This is an optimization exercise on Yosys and OpenROAD, whose aim is small area, a short achievable clock period and few clock cycles per item, not a production implementation.
RTL that was checked went through simulation tests only; none was proved equivalent to the original.

// sht_codegen
module sht_codegen (
  input  wire         clk,
  input  wire         rst,           
  input  wire [127:0] key,           
  input  wire         req_valid,
  output wire         req_ready,
  input  wire         req_fixed,     
  input  wire [31:0]  req_frame,     
  input  wire [31:0]  req_salt,      
  input  wire [5:0]   req_addr,      
  input  wire [23:0]  req_train,     
  input  wire [5:0]   req_pulses,    
  input  wire [4:0]   req_window,    
  output wire         off_valid,
  input  wire         off_ready,
  output wire [9:0]   off_data,      
  output wire         off_last,      
  output reg  [15:0]  keychk,
  output reg          keychk_valid
);
Size in the first run: roughly 6000 cells after synthesis, ~1000 flip-flops, roughly 270 I/O pins, roughly 0.069 mm^2 of cells after synthesis.
clock: 12.0 ns
lec_check: 0
abc_area: 1
cap_margin: 20
cell_pad_in_sites_detail_placement: 2
cell_pad_in_sites_global_placement: 2
core_margin: 2
core_utilization: 30
place_density: 0.5
setup_slack_margin: 5
slew_margin: 20
standard.sh (not shown) runs the stock make flow with config.mk's settings and CLKGATE_MAP_FILE= SYNTH_SCRIPT=/design/flow/synth_recipe.tcl, a recipe that flattens the netlist after the stock synthesis.
==> flow/flow/run.sh <==
#!/bin/bash
# Own layout flow: the standard flow (standard.sh), except that the
# synthesis maps the combinational logic with an area-oriented ABC script
# (flow/abc.script) that keeps the XOR gates of the AES datapath as XOR
# cells. Registers are mapped before ABC runs, so they are the standard
# synthesis's. Each step's output goes to a log file in this folder.
set -euo pipefail
W=$(pwd)
export FLOW_ABC_SCRIPT="$W/flow/abc.script"
export FLOW_REF_SYNTH="$W/synth_recipe.tcl"
bash standard.sh SYNTH_SCRIPT="$W/flow/synth_abc.tcl" synth > "$W/synth.log" 2>&1
bash standard.sh SETUP_SLACK_MARGIN=7.5 finish > "$W/layout.log" 2>&1
==> flow/flow/abc.script <==
strash
&get -n
&dch -f
&nf
&put
==> flow/flow/synth_abc.tcl <==
# The standard flow's synthesis script (synth_recipe.tcl), with ABC's mapping script
# replaced by flow/abc.script. Everything else, flip-flop mapping included,
# is unchanged.
proc abc {args} {
  set i [lsearch -exact $args -script]
  if { $i >= 0 } {
    lset args [expr { $i + 1 }] $::env(FLOW_ABC_SCRIPT)
  }
  yosys abc {*}$args
}
source $::env(FLOW_REF_SYNTH)
Change:
--- a/flow/design.v
+++ b/flow/design.v
@@ -145,17 +145,18 @@
   reg  [4:0]   jb_win;
   reg  [127:0] oa, ob;
   reg  [3:0]   oa_rem, ob_rem;      
   reg  [2:0]   oa_slot, ob_slot;    
   reg          oa_last, ob_last;    
   reg  [4:0]   oa_win, ob_win;
   reg          oa_fixed, ob_fixed;
   reg          ev;
-  reg  [20:0]  es, ec;       
+  reg  [15:0]  er;
+  reg  [4:0]   ew;
   reg          ef, el;
   reg          ov;
   reg  [9:0]   od;
   reg          ol;
   wire [127:0] sb, sr, mc;
   wire [31:0]  sw;
   wire [127:0] rk_next;
   reg  [7:0]   rcon;
@@ -202,30 +203,17 @@
   wire         rdy_d  = !bv_d || ((jblk_d == lb_d) &&
                         ((c_d == 5'd0 && adv_d && !chk_d) || c_d == 5'd1));
   wire [127:0] pt = chk_pending ? 128'd0 : {base, 32'd0, jblk};
   wire         o_adv = !ov || off_ready;
   wire         e_adv = !ev || o_adv;
   wire         sel_a = !oa_empty;
   wire [15:0]  ra    = oa[16*oa_slot +: 16];
   wire [15:0]  rb    = ob[16*ob_slot +: 16];
-  wire [15:0]  rsel  = sel_a ? ra : rb;
-  wire [4:0]   wsel  = sel_a ? oa_win : ob_win;
-  wire [20:0]  pp0   = wsel[0] ? {5'd0, rsel}        : 21'd0;
-  wire [20:0]  pp1   = wsel[1] ? {4'd0, rsel, 1'b0}  : 21'd0;
-  wire [20:0]  pp2   = wsel[2] ? {3'd0, rsel, 2'b0}  : 21'd0;
-  wire [20:0]  pp3   = wsel[3] ? {2'd0, rsel, 3'b0}  : 21'd0;
-  wire [20:0]  pp4   = wsel[4] ? {1'd0, rsel, 4'b0}  : 21'd0;
-  wire [20:0]  s1    = pp0 ^ pp1 ^ pp2;
-  wire [20:0]  c1    = {(pp0[19:0] & pp1[19:0]) | (pp0[19:0] & pp2[19:0]) | (pp1[19:0] & pp2[19:0]), 1'b0};
-  wire [20:0]  s2    = s1 ^ c1 ^ pp3;
-  wire [20:0]  c2    = {(s1[19:0] & c1[19:0]) | (s1[19:0] & pp3[19:0]) | (c1[19:0] & pp3[19:0]), 1'b0};
-  wire [20:0]  s3    = s2 ^ c2 ^ pp4;
-  wire [20:0]  c3    = {(s2[19:0] & c2[19:0]) | (s2[19:0] & pp4[19:0]) | (c2[19:0] & pp4[19:0]), 1'b0};
-  wire [20:0]  prod  = es + ec;
+  wire [20:0]  prod  = er * ew;
   always @(posedge clk) begin
     if (rst) begin
       b_valid      <= 1'b0;
       jblk         <= 2'd0;
       ini          <= 2'd3;
       c            <= 5'd0;
       go_q         <= 1'b0;
       adv_q        <= 1'b0;
@@ -314,25 +302,25 @@
       if (o_adv) begin
         ov <= ev;
         od <= ef ? 10'd0 : prod[20:11];
         ol <= el;
       end
       if (e_adv) begin
         ev <= !oa_empty || !ob_empty;
         if (sel_a) begin
-          es      <= s3;
-          ec      <= c3;
+          er      <= ra;
+          ew      <= oa_win;
           ef      <= oa_fixed;
           el      <= oa_last && (oa_rem == 4'd1);
           oa_slot <= oa_slot + 3'd1;
           oa_rem  <= oa_rem - 4'd1;
         end else begin
-          es      <= s3;
-          ec      <= c3;
+          er      <= rb;
+          ew      <= ob_win;
           ef      <= ob_fixed;
           el      <= ob_last && (ob_rem == 4'd1);
           if (!ob_empty) begin
             ob_slot <= ob_slot + 3'd1;
             ob_rem  <= ob_rem - 4'd1;
           end
         end
       end
What happened: The changed run passed the timing, DRC and antenna checks; die area grows slightly; via count grows slightly; area after synthesis grows slightly; sequential share of layout area shrinks by 0.65 points; clock-buffer cell count grows by 7; cell count grows slightly; setup slack got worse by 0.055 ns; routed wire length is about the same; fmax shrinks slightly.
Testbench counts after the change, summed over its fixed seeds: cycles 37,634, items 25,639.
The RTL of the first run of this note was laid out without a check of its function.

## re-timing with driven ports
In the flow no input, the clock included, has a driving cell. The finished layouts below were timed again as built, in two steps. Step 1: set_driving_cell puts a clkbuf_16 on clk and a buf_2 on each other input, an assumption about the parent block. Step 2, shift: input delay + t, output delay - t, t = (earliest + latest rising clock arrival at the registers) / 2. This alone moves slack from input paths to output paths. a / b / c = ideal ports / drivers / drivers and shift; a / b = the first two.
run	shift t [ns]	slack for setup (ns)	slew at the worst register clock pin (ns)
the first run	0.905	7.370 / 7.370 / 6.980	0.07 / 0.07
the second run	0.906	7.315 / 7.315 / 6.780	0.06 / 0.06
After both steps setup and hold are still met in every run listed. For the second run, which loses most, drivers alone change the setup slack by 0.000 ns; drivers and shift together by -0.535 ns.
